What follows belongs to an exercise in optimizing a design on an open flow for small area; a production flow would make more cautious choices.
Function was checked by simulation only, so behaviour that the tests miss may differ from the original.
Power figures rest on the tool's default switching activity, not on a simulated workload.

$ cat design/flow/flow/run.sh
#!/bin/bash
# Layout flow: the standard ORFS flow, except that synthesis maps the
# logic with an area-oriented ABC script (deep AIG optimisation, then area
# recovery in the mapper) and without Yosys's adder extraction, and port
# buffers use the smallest buffer cell. Everything else (registers, their
# names and cell types, floorplan, power grid, CTS, routing) is the standard
# flow's. Each tool's output goes to a log file in this folder.
set -euo pipefail
W=$PWD
FLOWDIR=$W/flow

# Synthesis script: ORFS's synth.tcl with only the ABC script replaced.
sed -e "s#log_cmd abc {\*}\$abc_args#log_cmd abc {*}[lreplace \$abc_args 1 1 $FLOWDIR/abc_deep.script]#" \
    "$FLOW_HOME/scripts/synth.tcl" > "$W/own_synth.tcl"
grep -q "abc_deep.script" "$W/own_synth.tcl"
sed -e "s#source \$::env(SCRIPTS_DIR)/synth.tcl#source $W/own_synth.tcl#" \
    "$W/synth_recipe.tcl" > "$W/own_synth_recipe.tcl"
grep -q "own_synth.tcl" "$W/own_synth_recipe.tcl"

make -C "$FLOW_HOME" DESIGN_CONFIG="$W/config.mk" WORK_HOME="$W/orfs" CLKGATE_MAP_FILE= \
    SYNTH_SCRIPT="$W/own_synth_recipe.tcl" ADDER_MAP_FILE= synth > "$W/synth.log" 2>&1

# The rest of the standard flow, on that netlist.
bash "$W/standard.sh" BUFFER_PORTS_ARGS="-buffer_cell sky130_fd_sc_hd__buf_1" \
    CTS_ARGS="-sink_clustering_enable -sink_clustering_size 64 -sink_clustering_max_diameter 500 -repair_clock_nets -dont_use_dummy_load -buf_list sky130_fd_sc_hd__clkbuf_16 -root_buf sky130_fd_sc_hd__clkbuf_16" finish > "$W/layout.log" 2>&1
test -f "$W/out/final.def"
$ cat design/flow/flow/abc_deep.script
&get -n
&st
&deepsyn -J 100 -T 900
&dch -f
&nf -R 1000
&put
topo
stime -c
dnsize -c
$ cat design/flow/standard.sh
#!/bin/bash
# synth_recipe.tcl (not shown) runs the flow's synth.tcl, then flattens the netlist and writes it again
# the make line also repeats each setting of config.mk as NAME=value (left out here)
make -C /OpenROAD-flow-scripts/flow DESIGN_CONFIG=/design/flow/config.mk WORK_HOME=/design/flow/orfs CLKGATE_MAP_FILE= SYNTH_SCRIPT=/design/flow/synth_recipe.tcl "${@:-finish}"
$ cat design/flow/config.mk
export PLATFORM = sky130hd
export DESIGN_NAME = jomen_matcher
export DESIGN_NICKNAME = jomen_matcher
export VERILOG_FILES = /design/flow/design.v
export SDC_FILE = /design/flow/constraint.sdc
export NUM_CORES = 4
export LEC_CHECK = 0
export CAP_MARGIN = 20
export CORE_MARGIN = 2
export CORE_UTILIZATION = 40
export SLEW_MARGIN = 20
$ cat design/flow/constraint.sdc
create_clock -name core_clock -period 20.0 [get_ports {clk}]
set_input_delay 4.0000 -clock core_clock [delete_from_list [all_inputs] [get_ports {clk}]]
set_output_delay 4.0000 -clock core_clock [all_outputs]
set_load 0.01 [all_outputs]
$ cat design/flow/design.v
module gf32_mul (
    input  wire [4:0] a,
    input  wire [4:0] b,
    output wire [4:0] p
);
    wire [8:0] full;
    assign full = ({9{b[0]}} & {4'b0, a})
                ^ ({9{b[1]}} & {3'b0, a, 1'b0})
                ^ ({9{b[2]}} & {2'b0, a, 2'b0})
                ^ ({9{b[3]}} & {1'b0, a, 3'b0})
                ^ ({9{b[4]}} & {a, 4'b0});
    assign p[0] = full[0] ^ full[5] ^ full[8];
    assign p[1] = full[1] ^ full[6];
    assign p[2] = full[2] ^ full[5] ^ full[7] ^ full[8];
    assign p[3] = full[3] ^ full[6] ^ full[8];
    assign p[4] = full[4] ^ full[7];
endmodule
module gf32_inv (
    input  wire [4:0] a,
    output reg  [4:0] y
);
    always @(*) begin
        case (a)
            5'd0:  y = 5'd0;
            5'd1:  y = 5'd1;
            5'd2:  y = 5'd18;
            5'd3:  y = 5'd28;
            5'd4:  y = 5'd9;
            5'd5:  y = 5'd23;
            5'd6:  y = 5'd14;
            5'd7:  y = 5'd12;
            5'd8:  y = 5'd22;
            5'd9:  y = 5'd4;
            5'd10: y = 5'd25;
            5'd11: y = 5'd16;
            5'd12: y = 5'd7;
            5'd13: y = 5'd15;
            5'd14: y = 5'd6;
            5'd15: y = 5'd13;
            5'd16: y = 5'd11;
            5'd17: y = 5'd24;
            5'd18: y = 5'd2;
            5'd19: y = 5'd29;
            5'd20: y = 5'd30;
            5'd21: y = 5'd26;
            5'd22: y = 5'd8;
            5'd23: y = 5'd5;
            5'd24: y = 5'd17;
            5'd25: y = 5'd10;
            5'd26: y = 5'd21;
            5'd27: y = 5'd31;
            5'd28: y = 5'd3;
            5'd29: y = 5'd19;
            5'd30: y = 5'd20;
            default: y = 5'd27;
        endcase
    end
endmodule
module bch31_decoder (
    input  wire        clk,
    input  wire        sel_a,      
    input  wire        sel_b,      
    input  wire [4:0]  s1,
    input  wire [4:0]  d,          
    input  wire [4:0]  e,          
    input  wire [1:0]  limit,
    output wire        ok,
    output wire [1:0]  errors,
    output wire [15:0] mask       
);
    function [4:0] pow19;
        input [4:0] x;
        reg [31:0] h;
        begin
            h = 32'd1 << x;
            pow19[0] = |(h & 32'h6fe15982);
            pow19[1] = |(h & 32'hb5346b8c);
            pow19[2] = |(h & 32'h406d73f4);
            pow19[3] = |(h & 32'h8dbd96c0);
            pow19[4] = |(h & 32'h5e3b2f10);
        end
    endfunction
    function [4:0] pow21;
        input [4:0] x;
        reg [31:0] h;
        begin
            h = 32'd1 << x;
            pow21[0] = |(h & 32'hfa1d90d2);
            pow21[1] = |(h & 32'h28fa9978);
            pow21[2] = |(h & 32'he9b326b0);
            pow21[3] = |(h & 32'h761a2aec);
            pow21[4] = |(h & 32'h396f7884);
        end
    endfunction
    function [10:0] tab_root;
        input [4:0] x;
        reg [31:0] h;
        begin
            h = 32'd1 << x;
            tab_root[0] = |(h & 32'h20100000);
            tab_root[1] = |(h & 32'h20000000);
            tab_root[2] = |(h & 32'h22000000);
            tab_root[3] = |(h & 32'h00400000);
            tab_root[4] = |(h & 32'h20500040);
            tab_root[5] = |(h & 32'h02100040);
            tab_root[6] = |(h & 32'h02400000);
            tab_root[7] = |(h & 32'h20100040);
            tab_root[8] = |(h & 32'h20100000);
            tab_root[9] = |(h & 32'h00000000);
            tab_root[10] = |(h & 32'h22500040);
        end
    endfunction
    localparam [154:0] EXPT = {5'd18, 5'd9, 5'd22, 5'd11, 5'd23, 5'd25, 5'd30, 5'd15, 5'd21, 5'd24, 5'd12, 5'd6, 5'd3, 5'd19, 5'd27, 5'd31, 5'd29, 5'd28, 5'd14, 5'd7, 5'd17, 5'd26, 5'd13, 5'd20, 5'd10, 5'd5, 5'd16, 5'd8, 5'd4, 5'd2, 5'd1};
    wire [4:0] k, y;
    gf32_mul u_k (.a(e), .b(pow19(d)), .p(k));
    wire [10:0] rt = tab_root(k);
    wire [4:0]  v  = sel_a ? rt[9:5] : sel_b ? rt[4:0] : (rt[9:5] ^ rt[4:0]);
    gf32_mul u_y (.a(pow21(d)), .b(v), .p(y));
    wire d0  = (d == 5'd0);
    wire e0  = (e == 5'd0);
    wire zs  = (s1 == 5'd0) && d0 && e0;
    wire [4:0] x  = d0 ? (sel_a ? s1 : 5'd0) : (y ^ s1);
    wire       xz = (x == 5'd0);
    reg xz_q;
    always @(posedge clk)
        xz_q <= (sel_a & xz) | (sel_b & (xz_q | xz)) | (~sel_a & ~sel_b & xz_q);
    wire [1:0] nerr = zs ? 2'd0 : d0 ? 2'd1 : (xz_q | xz) ? 2'd2 : 2'd3;
    wire located = zs | (d0 ? e0 : rt[10]);
    assign ok     = located && (nerr <= limit);
    assign errors = nerr;
    genvar i;
    generate
        for (i = 0; i < 16; i = i + 1) begin : g_pos
            localparam [4:0] XI = EXPT[5*(i+15) +: 5];
            assign mask[i] = (x == XI);
        end
    endgenerate
endmodule
module jomen_framer (
    input  wire        clk,
    input  wire        rst,
    input  wire        drop,
    input  wire        chip_valid,
    input  wire        chip,
    input  wire [5:0]  cfg_sync,
    input  wire        cfg_sync_tol,
    input  wire [15:0] corr,          
    output wire        sync_found,    
    output wire        word_valid,    
    output wire [15:0] msg,           
    output reg  [4:0]  s1,
    output reg  [4:0]  dd,            
    output reg  [4:0]  ee,            
    output reg         sync_err,      
    output wire        post_a,        
    output wire        post_b         
);
    localparam [2:0] ST_SEARCH = 3'd0,
                     ST_SYNC   = 3'd1,
                     ST_CANDA  = 3'd2,
                     ST_CANDB  = 3'd3,
                     ST_SF     = 3'd4,
                     ST_CODE1  = 3'd5,
                     ST_CODE2  = 3'd6,
                     ST_POST   = 3'd7;
    localparam [5:0] L0 = 6'd1, L15 = 6'd41, L30 = 6'd50, L31 = 6'd36, L32 = 6'd9,
                     L33 = 6'd18, L39 = 6'd55;
    reg [2:0]  state;
    reg [15:0] hist;         
    reg [5:0]  cnt;
    assign msg = hist;
    assign sync_found = (state == ST_SF);
    assign word_valid = (state == ST_POST) && (cnt == L33);
    assign post_a     = (state == ST_POST) && (cnt == L31);
    assign post_b     = (state == ST_POST) && (cnt == L32);
    wire [5:0] cnt_step = {cnt[4:0], cnt[5] ^ cnt[4]};
    reg [15:0] sync_word;
    always @(*) begin
        sync_word = cfg_sync[5] ? 16'h112D : 16'h111E;
        if (cfg_sync[4]) sync_word = sync_word ^ 16'hFFFF;
        if (cfg_sync[3]) sync_word = sync_word ^ 16'h00FF;
        if (cfg_sync[2]) sync_word = sync_word ^ 16'h0F0F;
        if (cfg_sync[1]) sync_word = sync_word ^ 16'h3333;
        if (cfg_sync[0]) sync_word = sync_word ^ 16'h5555;
    end
    wire [15:0] hist_next = {hist[14:0], chip};
    wire [15:0] diff = hist_next ^ sync_word;
    reg  any_d, two_d;
    integer k;
    always @(*) begin
        any_d = 1'b0;
        two_d = 1'b0;
        for (k = 0; k < 16; k = k + 1) begin
            two_d = two_d | (any_d & diff[k]);
            any_d = any_d | diff[k];
        end
    end
    wire zero_d = ~any_d;
    wire one_d  = any_d & ~two_d;
    wire seen7  = (s1 == 5'd16) | (s1 == 5'd4) | (s1 == 5'd9) | (s1 == 5'd19) |
                  (s1 == 5'd2)  | (s1 == 5'd5) | (s1 == 5'd11) | (s1 == 5'd23) |
                  (s1 == 5'd10) | (s1 == 5'd21);
    wire seen15 = (s1 == 5'd10) | (s1 == 5'd21);
    wire seen16 = (s1 == 5'd21);
    wire go       = chip_valid & ~rst & ~drop;
    wire counting = (state == ST_SEARCH) | (state == ST_SYNC);
    wire in_cand  = (state == ST_CANDA) | (state == ST_CANDB);
    wire in_word  = in_cand | (state == ST_CODE1) | (state == ST_CODE2);
    wire better   = zero_d & sync_err;
    wire cand     = seen15 & (zero_d | (one_d & cfg_sync_tol));
    wire align    = seen7 & (hist_next[7:0] == 8'b10101010);
    wire post_end = (state == ST_POST) & (cnt == L33);
    wire drop_now = rst | (drop & (state != ST_POST));
    function [4:0] sq5;
        input [4:0] x;
        sq5 = {x[2], x[3] ^ x[4], x[1] ^ x[4], x[3], x[0] ^ x[4]};
    endfunction
    wire [4:0] s1_m, dd_m, ee_m, s1sq_m, s1q_m;
    gf32_mul u_m1 (.a(s1), .b(5'd2),  .p(s1_m));
    gf32_mul u_md (.a(dd), .b(5'd8),  .p(dd_m));
    gf32_mul u_me (.a(ee), .b(5'd5),  .p(ee_m));
    gf32_mul u_ms (.a(sq5(s1)), .b(5'd4),  .p(s1sq_m));
    gf32_mul u_mq (.a(sq5(sq5(s1))), .b(5'd16), .p(s1q_m));
    wire [4:0] dd_t = s1sq_m ^ s1_m;
    wire [4:0] ee_t = s1q_m ^ s1_m;
    wire restart  = go & (((state == ST_SYNC) & cand) | (in_cand & better));
    wire s1_clear = drop_now | post_end | restart |
                    (go & (state == ST_SYNC) & ~cand & (cnt == L39));
    wire s1_step  = go & (counting ? ~seen16 : in_word);
    wire x1       = counting | chip;
    always @(posedge clk) begin
        if (s1_clear)
            s1 <= 5'd0;
        else if (s1_step)
            s1 <= s1_m ^ {4'd0, x1};
        if (restart) begin
            dd <= 5'd0;
            ee <= 5'd0;
        end else if (go & in_word) begin
            dd <= dd_m ^ (dd_t & {5{chip}});
            ee <= ee_m ^ (ee_t & {5{chip}});
        end
        if (go && state != ST_CODE2)
            hist <= hist_next;
        else if (post_a | post_b)
            hist <= hist ^ corr;
    end
    always @(posedge clk) begin
        if (drop_now) begin
            state <= ST_SEARCH;
        end else begin
            case (state)
                ST_SEARCH: begin
                    if (chip_valid && align) begin
                        state <= ST_SYNC;
                        cnt   <= L0;
                    end
                end
                ST_SYNC: begin
                    if (chip_valid) begin
                        cnt <= cnt_step;
                        if (cand) begin
                            state    <= ST_CANDA;
                            sync_err <= ~zero_d;
                            cnt      <= L0;
                        end else if (cnt == L39) begin
                            state <= ST_SEARCH;
                        end
                    end
                end
                ST_CANDA, ST_CANDB: begin
                    if (chip_valid) begin
                        state <= (state == ST_CANDA) ? ST_CANDB : ST_SF;
                        if (better) begin
                            sync_err <= 1'b0;
                            cnt      <= L0;
                        end else begin
                            cnt      <= cnt_step;
                        end
                    end
                end
                ST_SF: state <= ST_CODE1;
                ST_CODE1, ST_CODE2: begin
                    if (chip_valid) begin
                        cnt <= cnt_step;
                        if (state == ST_CODE1 && cnt == L15)
                            state <= ST_CODE2;
                        if (cnt == L30)
                            state <= ST_POST;
                    end
                end
                default: begin  
                    cnt <= cnt_step;
                    if (cnt == L33)
                        state <= ST_SEARCH;
                end
            endcase
        end
    end
endmodule
module jomen_matcher (
    input  wire        clk,
    input  wire        rst,           
    input  wire        drop,          
    input  wire        chip_valid,    
    input  wire        chip,
    input  wire [5:0]  cfg_sync,      
    input  wire        cfg_sync_tol,  
    input  wire [1:0]  cfg_correct,   
    output wire        sync_found,
    output wire        word_valid,
    output wire        word_ok,
    output wire [12:0] word_code,
    output wire [2:0]  word_reason,
    output wire [1:0]  word_errors,
    output wire        word_sync_err
);
    wire [15:0] msg;
    wire [4:0]  s1, dd, ee;
    wire [15:0] corr;
    wire        post_a, post_b;
    jomen_framer u_framer (
        .clk           (clk),
        .rst           (rst),
        .drop          (drop),
        .chip_valid    (chip_valid),
        .chip          (chip),
        .cfg_sync      (cfg_sync),
        .cfg_sync_tol  (cfg_sync_tol),
        .corr          (corr),
        .sync_found    (sync_found),
        .word_valid    (word_valid),
        .msg           (msg),
        .s1            (s1),
        .dd            (dd),
        .ee            (ee),
        .sync_err      (word_sync_err),
        .post_a        (post_a),
        .post_b        (post_b)
    );
    reg  [1:0] limit_q;
    always @(posedge clk)
        if (chip_valid)
            limit_q <= cfg_correct;
    bch31_decoder u_dec (
        .clk    (clk),
        .sel_a  (post_a),
        .sel_b  (post_b),
        .s1     (s1),
        .d      (dd),
        .e      (ee),
        .limit  (limit_q),
        .ok     (word_ok),
        .errors (word_errors),
        .mask   (corr)
    );
    wire [15:0] fixed = msg ^ corr;
    assign word_code   = fixed[12:0];
    assign word_reason = fixed[15:13];
endmodule
==> flow_metrics.py, run 1 <==
metrics = {
    "placement": {
        "dpl.hpwl_um": 8640,
        "port_buffers": 35,
        "dp_slack_ns": 9.15,
        "gp_congestion": 0.891,
        "dp_cells": 705,
    },
    "sta": {
        "setup_viol": 0,
        "whs_ns": 0.480,
        "hold_violations": 0,
        "worst_slew_pin_slew_ns": 0.978,
        "skew_ns": 0.00906,
        "slew_headroom_pct": 34.1,
        "rsz0062_at_grt": "false",
        "max_freq_mhz": 88.3,
        "postLayoutSetupSlackWorst_ns": 8.67,
        "min_period_ns": 11.33,
        "drv_slew": 0,
        "period_share_pct": 56.6,
        "fin_tns_setup_ns": 0,
    },
    "yosys": {
        "synth_xor_area_share_pct": 23.0,
        "syn_area_um2": 4140,
        "synth_enable_flop_cells": 25,
        "synth-simple-area-share_pct": 26.0,
        "avgSynthCellArea_um2": 7.77,
        "synth-main-ff-cell": "edfxtp_1",
        "synth_top_family_by_area": "simple AND/OR/NAND/NOR gates",
        "syn_nets": 547,
        "syn_inst": 533,
        "synth_fa_ha_area_share_pct": 0.242,
        "synth-compound-area-share_pct": 16.2,
        "synthArstFlopShare_pct": 0,
        "synth_warnings": 3,
        "muxShareOfSynthArea_pct": 5.32,
        "ys_seq_area_share_pct": 27.3,
        "synth-seq-cells": 44,
        "synth.distinct_cells": 49,
    },
    "global_routing": {
        "grt_pass1_vias": 3692,
        "grt-ovfl-total": 0,
        "grt_start_max_net_pins": 18,
        "grt.total_usage_pct": 20.2,
        "antenna_found_initial": 0,
        "grt_pass1_wl_um": 18400,
    },
    "routing": {
        "avgRoutedWirePerCell_um": 15.4,
        "route.met3.wl_um": 451,
        "vias": 3874,
        "dr.pass1.iters": 5,
        "ant_nets": 0,
        "wl_um": 10900,
        "drt_iter0_markers": 393,
        "wl_met2_um": 5220,
        "drc": 0,
        "wl_met1_um": 5110,
        "avgViaCountPerCell": 5.46,
        "routed.top_layer": "met4",
    },
    "cells_and_area": {
        "layout.cells.non_filler": 710,
        "layout_common_cells": "nand2_1, xnor2_1, nor2_1",
        "nNetsFinal": 590,
        "diodes": 0,
        "drive_gt1_share_pct": 1.05,
        "fillers": 1051,
        "area.growth.synth_to_final_pct": 10.5,
        "final_common_cell": "nand2_1",
    },
    "setup_path": {
        "end_kind": "output port",
        "crit_fanout": 10,
        "rrSetupSlack_ns": 12.70,
        "startpoint_type": "register",
        "ff2ff_path_depth": 30,
        "r2r_start": "u_framer.dd[4]$_SDFFE_PP0P_",
        "path_common_cell": "nand2_1",
        "worstPathArrival_ns": 7.33,
        "criticalPathCategory": "reg -> out",
        "crit_buf_inv": 4,
        "path_delay_family": "simple AND/OR/NAND/NOR gates",
        "critPathRequiredTime_ns": 16.00,
        "reg2reg_to": "u_framer.hist[4]$_DFFE_PP_",
        "cpMaxStageDelayCell": "o21ai_0",
        "critical-path-max-stage-delay_ns": 0.77,
    },
    "clocking": {
        "cts_inserted_buffers": 5,
        "ctsHtreeMaxLevel": 2,
        "post_cts_resized": 0,
        "insertion_delay_ns": 0.28,
        "cts.clk_slew.worst_paths_ns": 0.06,
        "holdBufCountCts": 0,
        "cts.sinks": 44,
        "cts_tree": "done",
        "cts_root_buf": "clkbuf_16",
        "post-cts-setup-buffer-count": 0,
        "cts_buffer_depth": 2,
    },
    "floorplan": {
        "die_area_um2": 11200,
        "ioPinCount": 36,
        "die_h_um": 106,
        "start_util_pct": 40.7,
        "die_x_um": 106,
        "design.core.area_um2": 10200,
        "fp-row-count": 37,
    },
    "pwr": {
        "p_total_uw": 222,
        "power.leakage_nw": 1.51,
        "powerDensity_nw_per_um2": 48.5,
        "peakVddDrop_mv": 0.0375,
    },
    "outcome": {
        "outcome": "complete, no violations",
    },
    "hold_path": {
        "hold_path_end": "u_dec.xz_q$_DFF_P_",
        "hold_depth": 2,
        "min_path_type": "reg -> reg",
        "min_from": "u_dec.xz_q$_DFF_P_",
    },
    "flow_run": {
        "drv_cap": 0,
    },
}
synthesized netlist by cell type (5+ instances only):
cell type | n | area, um2
a21oi_1 | 26 | 130
a22o_1 | 5 | 43.8
a31oi_1 | 5 | 31.3
and2_0 | 13 | 81.3
clkinv_1 | 20 | 75.1
dfxtp_1 | 19 | 380
edfxtp_1 | 25 | 751
mux2_1 | 16 | 180
nand2_1 | 93 | 349
nand2b_1 | 8 | 50.1
nand3_1 | 12 | 60.1
nand4_1 | 5 | 31.3
nor2_1 | 60 | 225
nor2b_1 | 8 | 50.1
nor3_1 | 10 | 50.1
nor3b_1 | 5 | 37.5
nor4_1 | 8 | 50.1
o21a_1 | 6 | 45.0
o21ai_0 | 23 | 115
o22ai_1 | 7 | 43.8
xnor2_1 | 75 | 657
xor2_1 | 34 | 298
worst register-to-register path, delay by kind of cell (launching register included):
kind	cells	cell delay, ns
AOI/OAI and AO/OA	5	1.63
xor gates and xnor gates	8	1.70
buffers and inverters	3	0.64
DFF	1	0.52
muxes	1	0.32
and+or+nand+nor	13	2.27
sequential cells by signal, summed over array words and instances, names as in the netlist:
name and flops:
u_framer.dd 5, u_framer.hist 16, u_framer.sync_err 1, u_framer.state 3, u_framer.s1 5, limit_q 2
u_framer.cnt 6, u_framer.ee 5, u_dec.xz_q 1
metal layers:
metal / vias up / global-route usage [%]
li1: 1962 / -
met1: 1790 / 27.0
met2: 105 / 35.1
met3: 17 / 2.41
met4: 0 / 4.14
met5: - / 0
how the worst max path moves through the flow:
stage                        end                        start  cells past startpoint  slack (ns)
floorplan                word_ok  u_framer.dd[1]$_SDFFE_PP0P_                     30       10.28
global placement    word_code[2]  u_framer.dd[1]$_SDFFE_PP0P_                     28        9.09
detailed placement  word_code[2]  u_framer.dd[1]$_SDFFE_PP0P_                     28        9.15
CTS                 word_code[2]  u_framer.dd[1]$_SDFFE_PP0P_                     28        8.81
global route        word_code[2]  u_framer.dd[1]$_SDFFE_PP0P_                     28        7.96
finish              word_code[2]  u_framer.dd[4]$_SDFFE_PP0P_                     28        8.67
per-stage QoR:
step | cell area [um2] | util (%)
after floorplan | 4140 | -
after global placement | 4450 | 43.7
after detailed placement | 4450 | 43.7
after CTS | 4580 | 44.9
after global routing | 4580 | 44.9
final | 4580 | 44.9
final cells by class:
cell class	count	area, um2	share of cell area [%]
Clock buffer	5	125	2.73
Inverter	20	75.1	1.64
Multi-Input combinational cell	469	2940	64.2
Sequential cell	44	1130	24.7
Tap cell	136	170	3.72
Timing Repair Buffer	36	139	3.03
kinds of logic after synthesis:
| family | count (synthesis) |
|---|---|
| and+or+nand+nor | 236 |
| xor gates and xnor gates | 109 |
| AOI/OAI and AO/OA | 103 |
| DFF | 44 |
| buffers and inverters | 20 |
| muxes | 20 |
| adders and majority gates | 1 |
power breakdown:
group	switching, mW	internal, mW
Sequential	0.00221	0.0972
Clock	0.0312	0.0442
Combinational	0.0293	0.0178
==> run 2, diff against run 1 <==
--- a/design/flow/flow/run.sh
+++ b/design/flow/flow/run.sh
@@ -22,5 +22,5 @@
 
 # The rest of the standard flow, on that netlist.
 bash "$W/standard.sh" BUFFER_PORTS_ARGS="-buffer_cell sky130_fd_sc_hd__buf_1" \
-    CTS_ARGS="-sink_clustering_enable -sink_clustering_size 64 -sink_clustering_max_diameter 500 -repair_clock_nets -dont_use_dummy_load -buf_list sky130_fd_sc_hd__clkbuf_16 -root_buf sky130_fd_sc_hd__clkbuf_16" finish > "$W/layout.log" 2>&1
+    CTS_ARGS="-sink_clustering_enable -repair_clock_nets -dont_use_dummy_load -buf_list sky130_fd_sc_hd__clkbuf_8 -root_buf sky130_fd_sc_hd__clkbuf_8" finish > "$W/layout.log" 2>&1
 test -f "$W/out/final.def"
==> flow_metrics.py, run 2 <==
metrics = {
    "outcome": {
        "outcome": "complete, no violations",
    },
    "placement": {
        "port_buffers": 35,
        "dpl.hpwl_um": 8640,
        "dp_cells": 705,
        "gp_congestion": 0.891,
    },
    "pwr": {
        "p_total_uw": 197,
        "power.leakage_nw": 1.48,
        "powerDensity_nw_per_um2": 43.7,
        "peakVddDrop_mv": 0.0345,
    },
    "setup_path": {
        "path_delay_family": "simple AND/OR/NAND/NOR gates",
        "cpMaxStageDelayCell": "o21ai_0",
        "crit_buf_inv": 4,
        "crit_fanout": 10,
        "end_kind": "output port",
        "ff2ff_path_depth": 28,
        "critPathRequiredTime_ns": 16.00,
        "startpoint_type": "register",
        "criticalPathCategory": "reg -> out",
        "critical-path-max-stage-delay_ns": 0.75,
        "worstPathArrival_ns": 7.33,
        "cp.depth": 28,
        "path_common_cell": "nand2_1",
    },
    "sta": {
        "fin_tns_setup_ns": 0,
        "max_freq_mhz": 88.2,
        "slew_headroom_pct": 35.4,
        "drv_slew": 0,
        "period_share_pct": 56.7,
        "hold_violations": 0,
        "min_period_ns": 11.33,
        "skew_ns": 0.0132,
        "rsz0062_at_grt": "false",
        "setup_viol": 0,
        "worst_slew_pin_slew_ns": 0.959,
    },
    "yosys": {
        "post-synth-top-count-cell": "nand2_1",
        "synth-seq-cells": 44,
        "syn_area_um2": 4140,
        "syn_inst": 533,
        "synth-simple-area-share_pct": 26.0,
        "ys_seq_area_share_pct": 27.3,
        "muxShareOfSynthArea_pct": 5.32,
        "synth_warnings": 3,
        "synth-main-ff-cell": "edfxtp_1",
        "synth_top_area_cell": "edfxtp_1",
        "yosys-top-cells-area": "edfxtp_1, xnor2_1, dfxtp_1",
        "synth_enable_flop_cells": 25,
        "synth_top_area_share_pct": 18.1,
        "synth-compound-area-share_pct": 16.2,
        "avgSynthCellArea_um2": 7.77,
        "synth.distinct_cells": 49,
        "synth_fa_ha_area_share_pct": 0.242,
        "synth_top_family_by_area": "simple AND/OR/NAND/NOR gates",
        "syn_nets": 547,
        "synth_commonest_cells": "nand2_1, xnor2_1, nor2_1",
        "synth_xor_area_share_pct": 23.0,
        "synthArstFlopShare_pct": 0,
    },
    "clocking": {
        "ctsHtreeMaxLevel": 2,
        "post-cts-setup-buffer-count": 0,
        "post_cts_resized": 0,
        "cts.clk_slew.worst_paths_ns": 0.09,
        "holdBufCountCts": 0,
        "cts_inserted_buffers": 5,
        "cts_root_buf": "clkbuf_8",
        "insertion_delay_ns": 0.29,
        "cts_buffer_depth": 2,
        "cts_tree": "done",
        "cts.sinks": 44,
    },
    "cells_and_area": {
        "layout_common_cells": "nand2_1, xnor2_1, nor2_1",
        "utilization_pct": 44.4,
        "fillers": 1061,
        "final_common_cell": "nand2_1",
        "area.growth.synth_to_final_pct": 9.12,
        "largest_register_ffs": 16,
        "nNetsFinal": 590,
        "regMostFlops": "u_framer.hist",
        "drive_gt1_share_pct": 1.05,
        "top_regs": "u_framer.hist: 16 flops, u_framer.cnt: 6 flops",
        "layout.cells.non_filler": 710,
        "diodes": 0,
    },
    "routing": {
        "drt_iter0_markers": 322,
        "vias": 3866,
        "avgViaCountPerCell": 5.45,
        "dr.pass1.iters": 5,
        "ant_nets": 0,
        "avgRoutedWirePerCell_um": 15.4,
        "drc": 0,
        "wl_um": 10900,
    },
    "global_routing": {
        "grt.total_usage_pct": 20.1,
        "grt_pass1_wl_um": 18400,
        "grt-ovfl-total": 0,
        "grt_start_max_net_pins": 18,
        "antenna_found_initial": 0,
        "grt_pass1_vias": 3686,
    },
    "floorplan": {
        "die_h_um": 106,
        "fp-row-count": 37,
        "design.core.area_um2": 10200,
        "die_x_um": 106,
        "die_area_um2": 11200,
        "start_util_pct": 40.7,
        "ioPinCount": 36,
    },
    "flow_run": {
        "drv_cap": 0,
    },
    "hold_path": {
        "min_path_type": "reg -> reg",
        "hold_depth": 2,
    },
}
==> run 2: worst min-delay path, stage by stage, from the launching register on <==
cell and delay, ns:
dfxtp_1 0.32, nand2_1 0.05, o21ai_0 0.06
==> run 2: final timing paths <==
| kind | start | end | slack (ns) |
|---|---|---|---|
| hold reg to reg | u_dec.xz_q$_DFF_P_ | u_dec.xz_q$_DFF_P_ | 0.48 |
| setup / recovery | u_framer.dd[4]$_SDFFE_PP0P_ | word_code[2] | 8.67 |
| setup reg to reg | u_framer.dd[4]$_SDFFE_PP0P_ | u_framer.hist[11]$_DFFE_PP_ | 12.71 |
| hold / removal | u_dec.xz_q$_DFF_P_ | u_dec.xz_q$_DFF_P_ | 0.48 |
==> run 2: cell type report <==
| class | count | area [um2] | area share [%] |
|---|---|---|---|
| multi-input combinational | 469 | 2940 | 65.0 |
| timing repair buffer | 36 | 139 | 3.07 |
| clock buffer | 5 | 68.8 | 1.52 |
| inverter | 20 | 75.1 | 1.66 |
| tap | 136 | 170 | 3.76 |
| sequential | 44 | 1130 | 25.0 |
==> run 2: report_power, final <==
group          internal, mW  switching (mW)  total (mW)
clock                0.0226          0.0284      0.0510
sequential           0.0970         0.00219      0.0992
combinational        0.0178          0.0294      0.0472
total                 0.137          0.0600       0.197
==> run 2: per-layer routing <==
layer  global-route usage (%)  part of all wire, %  up-vias  routed length (um)
met3                     2.41                  3.6       12                 389
li1                         -                    -     1958                   -
met1                     27.0                   47     1799                5160
met5                        0                    0        -                   0
met2                     35.5                   48       97                5250
met4                     2.82                  1.0        0                 110
==> run 2: metrics by stage <==
| stage | hold WS (ns) | area (um2) | setup slack [ns] |
|---|---|---|---|
| 4_1_cts | 0.491 | 4520 | 8.80 |
| 2_1_floorplan | 0.433 | 4140 | 10.28 |
| 5_1_grt | 0.522 | 4520 | 7.94 |
| 3_5_place_dp | 0.472 | 4450 | 9.15 |
| 6_report | 0.481 | 4520 | 8.67 |
| 3_3_place_gp | 0.457 | 4450 | 9.09 |
==> run 2: cell families after synthesis <==
kind of cell | count (synthesis)
buffers and inverters | 20
XOR/XNOR | 109
multiplexers | 20
AO/OA/AOI/OAI | 103
AND/OR/NAND/NOR | 236
adder cells (fa/ha/maj) | 1
flip-flops | 44
==> run 3, diff against run 2 <==
--- a/design/flow/design.v
+++ b/design/flow/design.v
@@ -58,6 +58,7 @@
 endmodule
 module bch31_decoder (
     input  wire        clk,
+    input  wire        sel_0,      
     input  wire        sel_a,      
     input  wire        sel_b,      
     input  wire [4:0]  s1,
@@ -92,40 +93,48 @@
             pow21[4] = |(h & 32'h396f7884);
         end
     endfunction
-    function [10:0] tab_root;
+    function [2:0] tab_rcode;
         input [4:0] x;
         reg [31:0] h;
         begin
             h = 32'd1 << x;
-            tab_root[0] = |(h & 32'h20100000);
-            tab_root[1] = |(h & 32'h20000000);
-            tab_root[2] = |(h & 32'h22000000);
-            tab_root[3] = |(h & 32'h00400000);
-            tab_root[4] = |(h & 32'h20500040);
-            tab_root[5] = |(h & 32'h02100040);
-            tab_root[6] = |(h & 32'h02400000);
-            tab_root[7] = |(h & 32'h20100040);
-            tab_root[8] = |(h & 32'h20100000);
-            tab_root[9] = |(h & 32'h00000000);
-            tab_root[10] = |(h & 32'h22500040);
+            tab_rcode[0] = |(h & 32'h00500040);
+            tab_rcode[1] = |(h & 32'h20400000);
+            tab_rcode[2] = |(h & 32'h02000040);
+        end
+    endfunction
+    function [4:0] tab_v;
+        input [4:0] x;
+        reg [31:0] h;
+        begin
+            h = 32'd1 << x;
+            tab_v[0] = |(h & 32'h00dd0b60);
+            tab_v[1] = |(h & 32'h000ddb00);
+            tab_v[2] = |(h & 32'h00db06d0);
+            tab_v[3] = |(h & 32'h0000bdd0);
+            tab_v[4] = |(h & 32'h00b0bbb0);
         end
     endfunction
     localparam [154:0] EXPT = {5'd18, 5'd9, 5'd22, 5'd11, 5'd23, 5'd25, 5'd30, 5'd15, 5'd21, 5'd24, 5'd12, 5'd6, 5'd3, 5'd19, 5'd27, 5'd31, 5'd29, 5'd28, 5'd14, 5'd7, 5'd17, 5'd26, 5'd13, 5'd20, 5'd10, 5'd5, 5'd16, 5'd8, 5'd4, 5'd2, 5'd1};
-    wire [4:0] k, y;
-    gf32_mul u_k (.a(e), .b(pow19(d)), .p(k));
-    wire [10:0] rt = tab_root(k);
-    wire [4:0]  v  = sel_a ? rt[9:5] : sel_b ? rt[4:0] : (rt[9:5] ^ rt[4:0]);
-    gf32_mul u_y (.a(pow21(d)), .b(v), .p(y));
+    wire [4:0] t  = sel_0 ? pow19(d) : pow21(d);
+    wire [4:0] v;
+    wire [4:0] m;
+    gf32_mul u_m (.a(sel_0 ? e : v), .b(t), .p(m));
+    reg  [2:0] rc_q;              
+    always @(posedge clk)
+        if (sel_0)
+            rc_q <= tab_rcode(m);
+    assign v = tab_v({rc_q, sel_a, sel_b});
     wire d0  = (d == 5'd0);
     wire e0  = (e == 5'd0);
     wire zs  = (s1 == 5'd0) && d0 && e0;
-    wire [4:0] x  = d0 ? (sel_a ? s1 : 5'd0) : (y ^ s1);
+    wire [4:0] x  = d0 ? (sel_a ? s1 : 5'd0) : (m ^ s1);
     wire       xz = (x == 5'd0);
     reg xz_q;
     always @(posedge clk)
         xz_q <= (sel_a & xz) | (sel_b & (xz_q | xz)) | (~sel_a & ~sel_b & xz_q);
     wire [1:0] nerr = zs ? 2'd0 : d0 ? 2'd1 : (xz_q | xz) ? 2'd2 : 2'd3;
-    wire located = zs | (d0 ? e0 : rt[10]);
+    wire located = zs | (d0 ? e0 : (rc_q != 3'd0));
     assign ok     = located && (nerr <= limit);
     assign errors = nerr;
     genvar i;
@@ -149,9 +158,10 @@
     output wire        word_valid,    
     output wire [15:0] msg,           
     output reg  [4:0]  s1,
-    output reg  [4:0]  dd,            
-    output reg  [4:0]  ee,            
+    output reg  [4:0]  dd_d,          
+    output reg  [4:0]  ee_d,          
     output reg         sync_err,      
+    output wire        ph0,           
     output wire        post_a,        
     output wire        post_b         
 );
@@ -168,6 +178,7 @@
     reg [2:0]  state;
     reg [15:0] hist;         
     reg [5:0]  cnt;
+    reg [4:0]  dd, ee;
     assign msg = hist;
     assign sync_found = (state == ST_SF);
     assign word_valid = (state == ST_POST) && (cnt == L33);
@@ -228,18 +239,25 @@
                     (go & (state == ST_SYNC) & ~cand & (cnt == L39));
     wire s1_step  = go & (counting ? ~seen16 : in_word);
     wire x1       = counting | chip;
+    always @(*) begin
+        dd_d = dd;
+        ee_d = ee;
+        if (restart) begin
+            dd_d = 5'd0;
+            ee_d = 5'd0;
+        end else if (go & in_word) begin
+            dd_d = dd_m ^ (dd_t & {5{chip}});
+            ee_d = ee_m ^ (ee_t & {5{chip}});
+        end
+    end
+    assign ph0 = go & (state == ST_CODE2) & (cnt == L30);
     always @(posedge clk) begin
         if (s1_clear)
             s1 <= 5'd0;
         else if (s1_step)
             s1 <= s1_m ^ {4'd0, x1};
-        if (restart) begin
-            dd <= 5'd0;
-            ee <= 5'd0;
-        end else if (go & in_word) begin
-            dd <= dd_m ^ (dd_t & {5{chip}});
-            ee <= ee_m ^ (ee_t & {5{chip}});
-        end
+        dd <= dd_d;
+        ee <= ee_d;
         if (go && state != ST_CODE2)
             hist <= hist_next;
         else if (post_a | post_b)
@@ -318,7 +336,7 @@
     wire [15:0] msg;
     wire [4:0]  s1, dd, ee;
     wire [15:0] corr;
-    wire        post_a, post_b;
+    wire        ph0, post_a, post_b;
     jomen_framer u_framer (
         .clk           (clk),
         .rst           (rst),
@@ -332,9 +350,10 @@
         .word_valid    (word_valid),
         .msg           (msg),
         .s1            (s1),
-        .dd            (dd),
-        .ee            (ee),
+        .dd_d          (dd),
+        .ee_d          (ee),
         .sync_err      (word_sync_err),
+        .ph0           (ph0),
         .post_a        (post_a),
         .post_b        (post_b)
     );
@@ -344,6 +363,7 @@
             limit_q <= cfg_correct;
     bch31_decoder u_dec (
         .clk    (clk),
+        .sel_0  (ph0),
         .sel_a  (post_a),
         .sel_b  (post_b),
         .s1     (s1),
--- a/design/flow/flow/run.sh
+++ b/design/flow/flow/run.sh
@@ -1,9 +1,10 @@
 #!/bin/bash
 # Layout flow: the standard ORFS flow, except that synthesis maps the
 # logic with an area-oriented ABC script (deep AIG optimisation, then area
-# recovery in the mapper) and without Yosys's adder extraction, and port
-# buffers use the smallest buffer cell. Everything else (registers, their
-# names and cell types, floorplan, power grid, CTS, routing) is the standard
+# recovery in the mapper, no upsizing) and without Yosys's adder extraction,
+# port buffers use the smallest buffer cell, and clock tree synthesis uses
+# clkbuf_8 buffers without dummy loads. Everything else (registers, their
+# names and cell types, floorplan, power grid, routing) is the standard
 # flow's. Each tool's output goes to a log file in this folder.
 set -euo pipefail
 W=$PWD
==> flow_metrics.py, run 3 <==
metrics = {
    "yosys": {
        "syn_nets": 534,
        "syn_inst": 520,
        "synth_enable_flop_cells": 28,
        "synth_commonest_cells": "nor2_1, nand2_1, xnor2_1",
        "post-synth-top-count-cell": "nor2_1",
        "synth.distinct_cells": 45,
        "ys_seq_area_share_pct": 29.7,
        "syn_area_um2": 4120,
        "synth_top_area_cell": "edfxtp_1",
        "synth_warnings": 3,
        "avgSynthCellArea_um2": 7.91,
        "synth-main-ff-cell": "edfxtp_1",
        "synth_top_area_share_pct": 20.4,
        "yosys-top-cells-area": "edfxtp_1, xnor2_1, dfxtp_1",
        "synth-seq-cells": 47,
        "synthArstFlopShare_pct": 0,
    },
    "pwr": {
        "powerDensity_nw_per_um2": 47.3,
        "p_comb_share_pct": 24.4,
        "power.leakage_nw": 1.48,
        "p_sw_uw": 64.6,
        "swShare_pct": 30.2,
        "power.share.clock_pct": 24.6,
        "p_int_uw": 149,
        "p_total_uw": 214,
        "peakVddDrop_mv": 0.0287,
        "seqPwrFrac_pct": 50.9,
    },
    "placement": {
        "gp_congestion": 0.968,
        "dp_cells": 695,
        "port_buffers": 35,
        "dpl.hpwl_um": 8770,
        "postPlaceCellArea_um2": 4450,
    },
    "setup_path": {
        "path_common_cell": "xnor2_1",
        "end_kind": "output port",
        "reg2reg_to": "u_framer.hist[14]$_DFFE_PP_",
        "crit_fanout": 10,
        "criticalPathCategory": "in -> out",
        "startpoint_type": "input pin",
        "worstPathArrival_ns": 10.35,
        "ff2ff_path_depth": 27,
        "rrSetupSlack_ns": 13.22,
        "cpMaxStageDelayCell": "xnor2_1",
        "critPathRequiredTime_ns": 16.00,
        "worstSetupStartpoint": "chip_valid",
        "r2r_start": "u_framer.s1[3]$_SDFFE_PP0P_",
        "critical-path-max-stage-delay_ns": 0.58,
        "worstSetupEndpoint": "word_ok",
    },
    "routing": {
        "vias": 3951,
        "avgRoutedWirePerCell_um": 15.8,
        "wl_um": 11000,
        "ant_nets": 0,
        "avgViaCountPerCell": 5.64,
        "drt_iter0_markers": 257,
        "drc": 0,
        "dr.pass1.iters": 5,
    },
    "cells_and_area": {
        "diodes": 0,
        "final_common_cell": "nor2_1",
        "area.growth.synth_to_final_pct": 9.73,
        "layout_common_cells": "nor2_1, nand2_1, xnor2_1",
        "fin_area_um2": 4520,
        "layout.cells.non_filler": 700,
        "regMostFlops": "u_framer.hist",
        "fillers": 1027,
        "utilization_pct": 44.5,
        "top_regs": "u_framer.hist: 16 flops, u_framer.cnt: 6 flops",
        "largest_register_ffs": 16,
        "drive_gt1_share_pct": 1.60,
        "nNetsFinal": 580,
    },
    "sta": {
        "skew_ns": 0.0187,
        "rsz0062_at_grt": "false",
        "fin_tns_setup_ns": 0,
        "min_period_ns": 14.35,
        "drv_slew": 0,
        "max_freq_mhz": 69.7,
        "slew_headroom_pct": 39.0,
        "hold_violations": 0,
        "setup_viol": 0,
        "worst_slew_pin_slew_ns": 0.912,
        "period_share_pct": 71.8,
    },
    "floorplan": {
        "start_util_pct": 40.6,
        "die_x_um": 105,
        "ioPinCount": 36,
        "fp-row-count": 37,
        "die_area_um2": 11100,
        "die_h_um": 105,
        "design.core.area_um2": 10100,
    },
    "global_routing": {
        "grt_pass1_vias": 3708,
        "grt_pass1_wl_um": 18600,
        "grt.total_usage_pct": 20.6,
        "grt-ovfl-total": 0,
        "grt_start_max_net_pins": 21,
        "antenna_found_initial": 0,
    },
    "clocking": {
        "holdBufCountCts": 0,
        "cts_tree": "done",
        "cts.clk_slew.worst_paths_ns": 0.06,
        "post-cts-setup-buffer-count": 0,
        "post_cts_resized": 0,
        "ctsHtreeMaxLevel": 2,
        "cts_buffer_depth": 2,
        "cts_root_buf": "clkbuf_8",
        "cts.sinks": 47,
        "cts_inserted_buffers": 5,
        "insertion_delay_ns": 0.30,
    },
    "hold_path": {
        "hold_depth": 2,
        "min_path_type": "reg -> reg",
    },
    "flow_run": {
        "drv_cap": 0,
    },
    "outcome": {
        "outcome": "complete, no violations",
    },
}
==> run 3: cell types whose count changed in the layout (fill, tap and decap cells not counted), moves of 5 or more <==
cell | previous run | this run
nor3_1 | 10 | 19
a31oi_1 | 5 | 10
xnor2_1 | 75 | 64
nand2b_1 | 8 | 14
a21oi_1 | 26 | 31
nor2_1 | 60 | 79
clkinv_1 | 20 | 11
o21ai_0 | 23 | 28
nand2_1 | 93 | 66
==> run 3: power groups by stage <==
stage	Sequential (mW)	Combinational [mW]	Clock (mW)
floorplan	0.110	0.0392	0
global placement	0.111	0.0512	0
detailed placement	0.111	0.0520	0
CTS	0.109	0.0522	0.0538
global route	0.109	0.0593	0.0579
finish	0.109	0.0522	0.0526
==> run 3: per-stage QoR <==
| stage | hold WS [ns] | setup slack (ns) |
|---|---|---|
| 2_1_floorplan | 0.426 | 6.69 |
| 3_3_place_gp | 0.442 | 5.84 |
| 3_5_place_dp | 0.467 | 5.77 |
| 4_1_cts | 0.481 | 5.74 |
| 5_1_grt | 0.518 | 4.98 |
| 6_report | 0.474 | 5.65 |
==> run 3: kinds of logic (layout without fill, tap and decap cells) <==
| kind of cell | count (synthesis) | in the layout | share of synthesized area (%) |
|---|---|---|---|
| AO/OA/AOI/OAI | 111 | 111 | 17.0 |
| XOR/XNOR | 95 | 95 | 20.2 |
| flip-flops | 47 | 47 | 29.7 |
| buffers and inverters | 11 | 55 | 1.00 |
| multiplexers | 20 | 20 | 5.38 |
| AND/OR/NAND/NOR | 236 | 236 | 26.8 |
==> run 3: worst min path at each step <==
stage	startpoint	to
after CTS	u_dec.xz_q$_DFF_P_	u_dec.xz_q$_DFF_P_
final	u_dec.xz_q$_DFF_P_	u_dec.xz_q$_DFF_P_
after global placement	u_dec.xz_q$_DFF_P_	u_dec.xz_q$_DFF_P_
after floorplan	u_dec.xz_q$_DFF_P_	u_dec.xz_q$_DFF_P_
after global routing	u_dec.xz_q$_DFF_P_	u_dec.xz_q$_DFF_P_
after detailed placement	u_dec.xz_q$_DFF_P_	u_dec.xz_q$_DFF_P_
==> run 3: area by class of cell <==
| class | instances | area, um2 | share of cell area (%) |
|---|---|---|---|
| Multi-Input combinational cell | 462 | 2850 | 63.2 |
| Timing Repair Buffer | 39 | 161 | 3.57 |
| Inverter | 11 | 41.3 | 0.914 |
| Clock buffer | 5 | 68.8 | 1.52 |
| Sequential cell | 47 | 1220 | 27.0 |
| Tap cell | 136 | 170 | 3.77 |
==> run 3: metal layers <==
layer / track usage, % / wire, um / vias up
met2: 31.0 / 4780 / 135
met5: 0 / 0 / -
li1: - / - / 1946
met4: 4.67 / 139 / 0
met3: 2.23 / 602 / 17
met1: 31.4 / 5510 / 1853
==> run 3: critical path: cells and delay by family <==
kind / cells / cell delay, ns
AND/OR/NAND/NOR: 8 / 1.85
XOR/XNOR: 6 / 1.66
buffers and inverters: 2 / 0.37
AO/OA/AOI/OAI: 13 / 2.48
==> run 4, diff against run 3 <==
--- a/design/flow/flow/run.sh
+++ b/design/flow/flow/run.sh
@@ -1,6 +1,7 @@
 #!/bin/bash
 # Layout flow: the standard ORFS flow, except that synthesis maps the
-# logic with an area-oriented ABC script (deep AIG optimisation, then area
+# logic with an area-oriented ABC script (two rounds of deep AIG optimisation
+# with different seeds, then area
 # recovery in the mapper, no upsizing) and without Yosys's adder extraction,
 # port buffers use the smallest buffer cell, and clock tree synthesis uses
 # clkbuf_8 buffers without dummy loads. Everything else (registers, their
==> design/flow/flow/abc_deep.script (replaced) <==
&get -n
&st
&deepsyn -J 100 -T 900
&deepsyn -J 100 -T 900 -S 1
&dch -f
&nf -R 1000
&put
topo
stime -c
dnsize -c
==> flow_metrics.py, run 4 <==
metrics = {
    "floorplan": {
        "start_util_pct": 41.3,
        "ioPinCount": 36,
        "die_x_um": 105,
        "die_area_um2": 11000,
        "design.core.area_um2": 9820,
        "die_h_um": 105,
        "fp-row-count": 36,
    },
    "setup_path": {
        "worstPathArrival_ns": 10.10,
        "end_kind": "output port",
        "reg2reg_to": "u_framer.hist[12]$_DFFE_PP_",
        "criticalPathCategory": "in -> out",
        "cpMaxStageDelayCell": "xor2_1",
        "r2r_start": "u_framer.s1[4]$_SDFFE_PP0P_",
        "critical-path-max-stage-delay_ns": 0.63,
        "ff2ff_path_depth": 26,
        "path_delay_family": "compound AO/OA/AOI/OAI gates",
        "crit_fanout": 16,
        "crit_buf_inv": 3,
        "rrSetupSlack_ns": 13.49,
        "startpoint_type": "input pin",
        "critPathRequiredTime_ns": 16.00,
    },
    "sta": {
        "whs_ns": 0.505,
        "drv_slew": 0,
        "slew_headroom_pct": 40.1,
        "period_share_pct": 70.5,
        "fin_tns_setup_ns": 0,
        "max_freq_mhz": 70.9,
        "min_period_ns": 14.10,
        "postLayoutSetupSlackWorst_ns": 5.90,
        "skew_ns": 0.0156,
        "worst_slew_pin_slew_ns": 0.893,
        "rsz0062_at_grt": "false",
        "setup_viol": 0,
        "hold_violations": 0,
    },
    "yosys": {
        "synth_warnings": 3,
        "ys_seq_area_share_pct": 30.1,
        "post-synth-top-count-cell": "nand2_1",
        "synth.distinct_cells": 43,
        "synth_top_area_share_pct": 20.7,
        "syn_inst": 514,
        "yosys-top-cells-area": "edfxtp_1, xnor2_1, dfxtp_1",
        "avgSynthCellArea_um2": 7.88,
        "synthArstFlopShare_pct": 0,
        "synth-main-ff-cell": "edfxtp_1",
        "syn_nets": 528,
        "synth_top_area_cell": "edfxtp_1",
        "synth_commonest_cells": "nand2_1, xnor2_1, nor2_1",
        "synth-seq-cells": 47,
        "syn_area_um2": 4050,
        "synth_enable_flop_cells": 28,
    },
    "cells_and_area": {
        "multi_input_area_um2": 2790,
        "layout_common_cells": "nand2_1, xnor2_1, nor2_1",
        "regArea_um2": 1220,
        "diodes": 0,
        "final_common_cell": "nand2_1",
        "fillers": 1055,
        "drive_gt1_share_pct": 1.61,
        "largest_register_ffs": 16,
        "area.growth.synth_to_final_pct": 9.79,
        "regMostFlops": "u_framer.hist",
        "top_regs": "u_framer.hist: 16 flops, u_framer.cnt: 6 flops",
        "layout.cells.non_filler": 691,
        "nNetsFinal": 574,
    },
    "routing": {
        "ant_nets": 0,
        "wl_um": 10700,
        "vias": 3890,
        "dr.pass1.iters": 5,
        "drc": 0,
        "avgViaCountPerCell": 5.63,
        "avgRoutedWirePerCell_um": 15.5,
        "drt_iter0_markers": 336,
    },
    "hold_path": {
        "min_from": "u_dec.xz_q$_DFF_P_",
        "hold_path_end": "u_dec.xz_q$_DFF_P_",
        "min_path_type": "reg -> reg",
        "hold_depth": 1,
    },
    "clocking": {
        "insertion_delay_ns": 0.31,
        "cts_buffer_depth": 2,
        "cts.sinks": 47,
        "ctsHtreeMaxLevel": 2,
        "cts_inserted_buffers": 5,
        "post_cts_resized": 0,
        "cts_tree": "done",
        "cts_root_buf": "clkbuf_8",
        "post-cts-setup-buffer-count": 0,
        "holdBufCountCts": 0,
        "cts.clk_slew.worst_paths_ns": 0.09,
    },
    "placement": {
        "dpl.hpwl_um": 8430,
        "port_buffers": 35,
        "dp_cells": 686,
        "dp_slack_ns": 6.02,
        "gp_congestion": 0.963,
    },
    "global_routing": {
        "grt-ovfl-total": 0,
        "antenna_found_initial": 0,
        "grt_pass1_wl_um": 17900,
        "grt.total_usage_pct": 19.7,
        "grt_start_max_net_pins": 21,
        "grt_pass1_vias": 3599,
    },
    "pwr": {
        "powerDensity_nw_per_um2": 77.5,
        "peakVddDrop_mv": 0.0419,
        "power.leakage_nw": 1.45,
    },
    "outcome": {
        "outcome": "complete, no violations",
    },
    "flow_run": {
        "drv_cap": 0,
    },
}
run 4: cell count changes after synthesis, sizes merged, moves of 5 or more:
cell and change:
a31oi -7, nor2 -15, nand3 +8, o21ai +11
nor3 +5, xor2 -6, nand2b -9, o211ai +5
nor2b +13
run 4: worst max-delay path by stage:
stage,start,slack [ns],to,depth (start not counted)
5_1_grt,chip_valid,5.23,word_code[12],26
3_3_place_gp,chip_valid,6.24,word_ok,28
2_1_floorplan,drop,6.70,word_code[12],23
4_1_cts,chip_valid,5.99,word_ok,27
6_report,chip_valid,5.90,word_ok,27
3_5_place_dp,chip_valid,6.02,word_ok,27
run 4: cell families (layout without fill, tap and decap cells):
| group | count (synthesis) | count (layout) | share of synthesized area [%] |
|---|---|---|---|
| buf+inv | 12 | 56 | 1.11 |
| compound gates | 122 | 122 | 18.9 |
| mux | 16 | 16 | 4.45 |
| simple gates | 226 | 226 | 25.8 |
| flops | 47 | 47 | 30.1 |
| xor+xnor | 91 | 91 | 19.7 |
run 4: stage by stage:
stage / instance area [um2] / utilization (%) / power (mW)
4_1_cts: 4450 / 45.3 / 0.345
3_3_place_gp: 4380 / 44.6 / 0.290
5_1_grt: 4450 / 45.3 / 0.372
6_report: 4450 / 45.3 / 0.345
3_5_place_dp: 4380 / 44.6 / 0.291
2_1_floorplan: 4050 / - / 0.251
run 4: metal layers:
layer	vias up	part of all wire (%)	global-route usage, %
li1	1948	-	-
met4	0	1.6	5.62
met1	1790	49	29.7
met5	-	0	0
met2	131	43	29.2
met3	21	5.7	2.81
run 4: final cells by class:
cell class                      instances  share of cell area, %
Tap cell                              133                   3.74
Clock buffer                            5                   1.55
Multi-Input combinational cell        455                   62.6
Timing Repair Buffer                   39                   3.63
Inverter                               12                   1.01
Sequential cell                        47                   27.4
run 4: power breakdown:
group	switching, mW	internal [mW]
clock network	0.0310	0.0226
registers	0.00466	0.109
logic	0.113	0.0645
==> run 5, diff against run 4 <==
--- a/design/flow/config.mk
+++ b/design/flow/config.mk
@@ -8,4 +8,5 @@
 export CAP_MARGIN = 20
 export CORE_MARGIN = 2
 export CORE_UTILIZATION = 40
+export GPL_TIMING_DRIVEN = 0
 export SLEW_MARGIN = 20
==> flow_metrics.py, run 5 <==
metrics = {
    "floorplan": {
        "design.core.area_um2": 9820,
        "die_h_um": 105,
        "start_util_pct": 41.3,
        "fp-row-count": 36,
        "ioPinCount": 36,
        "die_area_um2": 11000,
        "die_x_um": 105,
    },
    "clocking": {
        "cts_tree": "done",
        "insertion_delay_ns": 0.31,
        "cts.clk_slew.worst_paths_ns": 0.07,
        "cts_buffer_depth": 2,
        "cts_inserted_buffers": 5,
        "cts_root_buf": "clkbuf_8",
        "post-cts-setup-buffer-count": 0,
        "ctsHtreeMaxLevel": 2,
        "post_cts_resized": 0,
        "holdBufCountCts": 0,
        "cts.sinks": 47,
    },
    "hold_path": {
        "min_path_type": "reg -> reg",
        "min_from": "u_dec.xz_q$_DFF_P_",
    },
    "yosys": {
        "synth_top_area_share_pct": 20.7,
        "synth_commonest_cells": "nand2_1, xnor2_1, nor2_1",
        "yosys-top-cells-area": "edfxtp_1, xnor2_1, dfxtp_1",
        "synth.distinct_cells": 43,
        "avgSynthCellArea_um2": 7.88,
        "syn_area_um2": 4050,
        "synth_warnings": 3,
        "syn_inst": 514,
        "synth-main-ff-cell": "edfxtp_1",
        "synthArstFlopShare_pct": 0,
        "post-synth-top-count-cell": "nand2_1",
        "synth_top_area_cell": "edfxtp_1",
        "synth-seq-cells": 47,
        "synth_enable_flop_cells": 28,
        "ys_seq_area_share_pct": 30.1,
        "syn_nets": 528,
    },
    "setup_path": {
        "startpoint_type": "input pin",
        "end_kind": "output port",
        "crit_fanout": 16,
        "criticalPathCategory": "in -> out",
        "critPathRequiredTime_ns": 16.00,
        "worstPathArrival_ns": 11.18,
        "r2r_start": "u_framer.state[1]$_SDFFE_PP0P_",
        "worstSetupStartpoint": "chip_valid",
    },
    "cells_and_area": {
        "layout_common_cells": "nand2_1, xnor2_1, nor2_1",
        "nNetsFinal": 570,
        "top_regs": "u_framer.hist: 16 flops, u_framer.cnt: 6 flops",
        "drive_gt1_share_pct": 1.26,
        "fillers": 1047,
        "largest_register_ffs": 16,
        "regMostFlops": "u_framer.hist",
        "area.growth.synth_to_final_pct": 9.23,
        "utilization_pct": 45.1,
        "diodes": 0,
        "final_common_cell": "nand2_1",
    },
    "global_routing": {
        "grt_pass1_vias": 3621,
        "grt_pass1_wl_um": 17800,
        "grt-ovfl-total": 0,
        "grt.total_usage_pct": 19.6,
        "antenna_found_initial": 0,
        "grt_start_max_net_pins": 21,
    },
    "placement": {
        "dpl.hpwl_um": 8180,
        "port_buffers": 35,
        "gp_congestion": 0.903,
        "dp_slack_ns": 4.97,
    },
    "sta": {
        "worst_slew_pin_slew_ns": 0.926,
        "max_freq_mhz": 65.9,
        "drv_slew": 0,
        "slew_headroom_pct": 37.8,
        "fin_tns_setup_ns": 0,
        "period_share_pct": 75.9,
        "min_period_ns": 15.18,
        "skew_ns": 0.0167,
        "hold_violations": 0,
        "setup_viol": 0,
        "rsz0062_at_grt": "false",
        "postLayoutSetupSlackWorst_ns": 4.82,
    },
    "routing": {
        "dr.pass1.iters": 4,
        "avgRoutedWirePerCell_um": 15.5,
        "drc": 0,
        "wl_um": 10600,
        "ant_nets": 0,
        "vias": 3881,
        "avgViaCountPerCell": 5.65,
        "drt_iter0_markers": 360,
    },
    "pwr": {
        "p_int_uw": 196,
        "p_sw_uw": 149,
        "powerDensity_nw_per_um2": 78.1,
        "seqPwrFrac_pct": 32.9,
        "peakVddDrop_mv": 0.0484,
        "p_comb_share_pct": 51.6,
        "power.leakage_nw": 1.43,
        "swShare_pct": 43.2,
        "power.share.clock_pct": 15.6,
        "p_total_uw": 346,
    },
    "flow_run": {
        "drv_cap": 0,
    },
    "outcome": {
        "outcome": "complete, no violations",
    },
}
run 5: power by group through the flow:
stage / combinational [mW] / sequential, mW / clock, mW
floorplan: 0.136 / 0.115 / 0
global placement: 0.174 / 0.116 / 0
detailed placement: 0.176 / 0.116 / 0
CTS: 0.177 / 0.114 / 0.0540
global route: 0.198 / 0.114 / 0.0581
finish: 0.178 / 0.114 / 0.0538
run 5: area by class of cell:
type / instances / area, um2 / area share [%]
inverters: 12 / 45.0 / 1.02
multi-input cells: 455 / 2790 / 63.1
well taps: 133 / 166 / 3.76
repair buffers: 35 / 131 / 2.97
flip-flops and latches: 47 / 1220 / 27.6
clock buffers: 5 / 68.8 / 1.55
run 5: worst max-delay path: stages:
cell      delay (ns)
buf_1           0.30
nor3b_1         0.33
o21ai_0         0.29
nor3_2          0.79
nand2_1         0.20
a21oi_1         0.32
xor2_1          0.74
nor2_1          0.20
o221ai_1        0.22
a21oi_1         0.07
nor3_1          0.41
o221ai_1        0.19
nand3_1         0.15
o211ai_1        0.25
xnor2_1         0.33
nor2_1          0.08
xnor2_1         0.21
xnor2_1         0.13
xnor2_1         0.38
xor2_1          0.45
clkinv_1        0.24
nor3_1          0.30
nand3_1         0.16
xnor2_1         0.24
buf_1           0.18
run 5: final timing paths:
| check | cells after the start | slack (ns) | endpoint |
|---|---|---|---|
| worst min register to register | 1 | 0.48 | u_dec.xz_q$_DFF_P_ |
| worst max-delay path | 25 | 4.82 | word_code[3] |
| worst max register to register | 23 | 12.61 | u_framer.hist[3]$_DFFE_PP_ |
| worst min-delay path | 1 | 0.48 | u_dec.xz_q$_DFF_P_ |
run 5: through the flow:
step	cell area (um2)	hold WS [ns]	cells
finish	4430	0.484	687
detailed placement	4360	0.461	682
global placement	4350	0.460	682
CTS	4430	0.480	687
global route	4430	0.538	687
floorplan	4050	0.444	514
run 5: per-layer routing:
layer / share of wire (%) / up-vias / track usage, %
met5: 0 / - / 0
met4: 1.3 / 0 / 4.48
met3: 4.4 / 14 / 2.25
met2: 43 / 110 / 29.5
met1: 51 / 1832 / 29.9
li1: - / 1925 / -
run 5: cells by family (layout without fill, tap and decap cells):
kind of cell / count (synthesis) / count (layout) / share of synthesized area [%]
and+or+nand+nor: 226 / 226 / 25.8
AOI/OAI and AO/OA: 122 / 122 / 18.9
xor gates and xnor gates: 91 / 91 / 19.7
DFF: 47 / 47 / 30.1
muxes: 16 / 16 / 4.45
buffers and inverters: 12 / 52 / 1.11
==> run 6, diff against run 5 <==
--- a/design/flow/config.mk
+++ b/design/flow/config.mk
@@ -7,6 +7,6 @@
 export LEC_CHECK = 0
 export CAP_MARGIN = 20
 export CORE_MARGIN = 2
-export CORE_UTILIZATION = 40
+export CORE_UTILIZATION = 65
 export GPL_TIMING_DRIVEN = 0
 export SLEW_MARGIN = 20
==> flow_metrics.py, run 6 <==
metrics = {
    "cells_and_area": {
        "layout.cells.non_filler": 629,
        "area.growth.synth_to_final_pct": 7.44,
        "multi_input_area_um2": 2790,
        "layout_common_cells": "nand2_1, xnor2_1, nor2_1",
        "regMostFlops": "u_framer.hist",
        "drive_gt1_share_pct": 1.26,
        "nNetsFinal": 570,
        "fillers": 500,
        "diodes": 0,
        "largest_register_ffs": 16,
        "top_regs": "u_framer.hist: 16 flops, u_framer.cnt: 6 flops",
        "regArea_um2": 1220,
        "final_common_cell": "nand2_1",
    },
    "placement": {
        "dp_slack_ns": 5.28,
        "gp_congestion": 0.998,
        "port_buffers": 35,
        "dp_cells": 624,
        "dpl.hpwl_um": 7940,
    },
    "floorplan": {
        "fp-row-count": 28,
        "die_area_um2": 6880,
        "die_h_um": 83.0,
        "ioPinCount": 36,
        "start_util_pct": 67.6,
        "die_x_um": 83.0,
        "design.core.area_um2": 5990,
    },
    "yosys": {
        "synth-main-ff-cell": "edfxtp_1",
        "post-synth-top-count-cell": "nand2_1",
        "ys_seq_area_share_pct": 30.1,
        "yosys-top-cells-area": "edfxtp_1, xnor2_1, dfxtp_1",
        "muxShareOfSynthArea_pct": 4.45,
        "synth_warnings": 3,
        "synth.distinct_cells": 43,
        "syn_nets": 528,
        "syn_inst": 514,
        "syn_area_um2": 4050,
        "synth_enable_flop_cells": 28,
        "synth_commonest_cells": "nand2_1, xnor2_1, nor2_1",
        "synth_fa_ha_area_share_pct": 0,
        "avgSynthCellArea_um2": 7.88,
        "synth-seq-cells": 47,
        "synth_top_area_cell": "edfxtp_1",
        "synth_top_area_share_pct": 20.7,
        "synthArstFlopShare_pct": 0,
        "synth_xor_area_share_pct": 19.7,
        "synth-compound-area-share_pct": 18.9,
        "synth-simple-area-share_pct": 25.8,
        "synth_top_family_by_area": "simple AND/OR/NAND/NOR gates",
    },
    "global_routing": {
        "grt-ovfl-total": 0,
        "grt.total_usage_pct": 29.9,
        "grt_pass1_vias": 3645,
        "grt_start_max_net_pins": 21,
        "antenna_found_initial": 0,
        "grt_pass1_wl_um": 17400,
    },
    "clocking": {
        "cts_inserted_buffers": 5,
        "insertion_delay_ns": 0.30,
        "cts.clk_slew.worst_paths_ns": 0.08,
        "ctsHtreeMaxLevel": 2,
        "post-cts-setup-buffer-count": 0,
        "cts_tree": "done",
        "cts.sinks": 47,
        "cts_root_buf": "clkbuf_8",
        "post_cts_resized": 0,
        "holdBufCountCts": 0,
        "cts_buffer_depth": 2,
    },
    "sta": {
        "rsz0062_at_grt": "false",
        "skew_ns": 0.0114,
        "worst_slew_pin_slew_ns": 0.932,
        "min_period_ns": 14.95,
        "slew_headroom_pct": 37.4,
        "fin_tns_setup_ns": 0,
        "setup_viol": 0,
        "period_share_pct": 74.8,
        "postLayoutSetupSlackWorst_ns": 5.05,
        "hold_violations": 0,
        "max_freq_mhz": 66.9,
        "drv_slew": 0,
    },
    "hold_path": {
        "min_path_type": "reg -> reg",
    },
    "routing": {
        "avgRoutedWirePerCell_um": 16.4,
        "wl_um": 10300,
        "dr.pass1.iters": 5,
        "vias": 3995,
        "drt_iter0_markers": 410,
        "drc": 0,
        "ant_nets": 0,
        "avgViaCountPerCell": 6.35,
    },
    "setup_path": {
        "path_common_cell": "xnor2_1",
        "critical-path-max-stage-delay_ns": 0.78,
        "crit_fanout": 16,
        "worstPathArrival_ns": 10.95,
        "criticalPathCategory": "in -> out",
        "critPathRequiredTime_ns": 16.00,
        "cpMaxStageDelayCell": "nor3_2",
        "startpoint_type": "input pin",
        "end_kind": "output port",
    },
    "outcome": {
        "outcome": "complete, no violations",
    },
    "pwr": {
        "powerDensity_nw_per_um2": 78.9,
        "power.leakage_nw": 1.43,
        "peakVddDrop_mv": 0.0654,
    },
    "flow_run": {
        "drv_cap": 0,
    },
}
## run 6: worst max-delay path: cells and delay by family
family	cells	cell delay, ns
and+or+nand+nor	9	2.56
xor gates and xnor gates	7	2.41
AOI/OAI and AO/OA	6	1.23
buffers and inverters	3	0.72
## run 6: metrics by stage
| stage | util (%) | instance area, um2 | hold slack, ns | total power, mW |
|---|---|---|---|---|
| global placement | 71.4 | 4280 | 0.459 | 0.283 |
| detailed placement | 71.5 | 4290 | 0.471 | 0.289 |
| CTS | 72.7 | 4350 | 0.491 | 0.341 |
| floorplan | - | 4050 | 0.444 | 0.251 |
| finish | 72.7 | 4350 | 0.494 | 0.344 |
| global route | 72.7 | 4350 | 0.527 | 0.368 |
## run 6: where the power goes
part	internal, mW	total, mW	switching [mW]
logic	0.0644	0.176	0.112
registers	0.109	0.114	0.00481
clock network	0.0226	0.0533	0.0307
## run 6: worst paths after layout
kind | startpoint | slack [ns] | cells after the start | end
hold / removal | u_dec.xz_q$_DFF_P_ | 0.49 | 1 | u_dec.xz_q$_DFF_P_
setup / recovery | chip_valid | 5.05 | 25 | word_code[3]
hold reg to reg | u_dec.xz_q$_DFF_P_ | 0.49 | 1 | u_dec.xz_q$_DFF_P_
setup reg to reg | u_framer.state[1]$_SDFFE_PP0P_ | 12.71 | 23 | u_framer.hist[3]$_DFFE_PP_
## run 6: logic make-up (layout without fill, tap and decap cells)
| family | count (synthesis) | after routing |
|---|---|---|
| AOI/OAI and AO/OA | 122 | 122 |
| DFF | 47 | 47 |
| and+or+nand+nor | 226 | 226 |
| xor gates and xnor gates | 91 | 91 |
| buffers and inverters | 12 | 52 |
| muxes | 16 | 16 |
## run 6: final cells by class
cell class | count | area share, %
Multi-Input combinational cell | 455 | 64.2
Tap cell | 75 | 2.16
Timing Repair Buffer | 35 | 3.02
Clock buffer | 5 | 1.58
Inverter | 12 | 1.03
Sequential cell | 47 | 28.0
## run 6: layer usage
layer  vias to the layer above  track usage [%]  share of wire, %
met5                         -                0                 0
met4                         0             6.41               1.0
met3                        14             4.87               7.3
met2                       180             47.1                46
met1                      1868             43.6                46
li1                       1933                -                 -

==> what the ideal ports hide <==
The results above use ideal ports. As a check the final layouts listed here were re-extracted and re-timed, cells and wires unchanged.
Step 1 (the two cells are an assumption about what drives the block):
set clk [get_ports {clk}]
set_driving_cell -lib_cell sky130_fd_sc_hd__clkbuf_16 $clk
set_driving_cell -lib_cell sky130_fd_sc_hd__buf_2 [delete_from_list [all_inputs] $clk]
Step 2 moves the port delays by t, midway between the first and last clock arrival at a register: inputs arrive t later, outputs are due t later. That takes back most of the time a late clock gives input paths.
a / b / c = ideal / step 1 / step 2; a / b = the first two.
run	t, ns	setup slack, ns	pins driven straight from the clock port
run 1	0.314	8.670 / 8.633 / 8.947	1
run 2	0.317	8.668 / 8.634 / 8.951	1
run 3	0.322	5.648 / 5.603 / 5.603	1
run 4	0.330	5.900 / 5.869 / 5.869	1
run 5	0.329	4.819 / 4.789 / 4.789	1
run 6	0.324	5.049 / 5.026 / 5.026	1
After both steps every run listed still meets setup and hold. The setup slack of run 3, which loses most, moves by -0.045 ns with the drivers and by -0.045 ns with both steps.
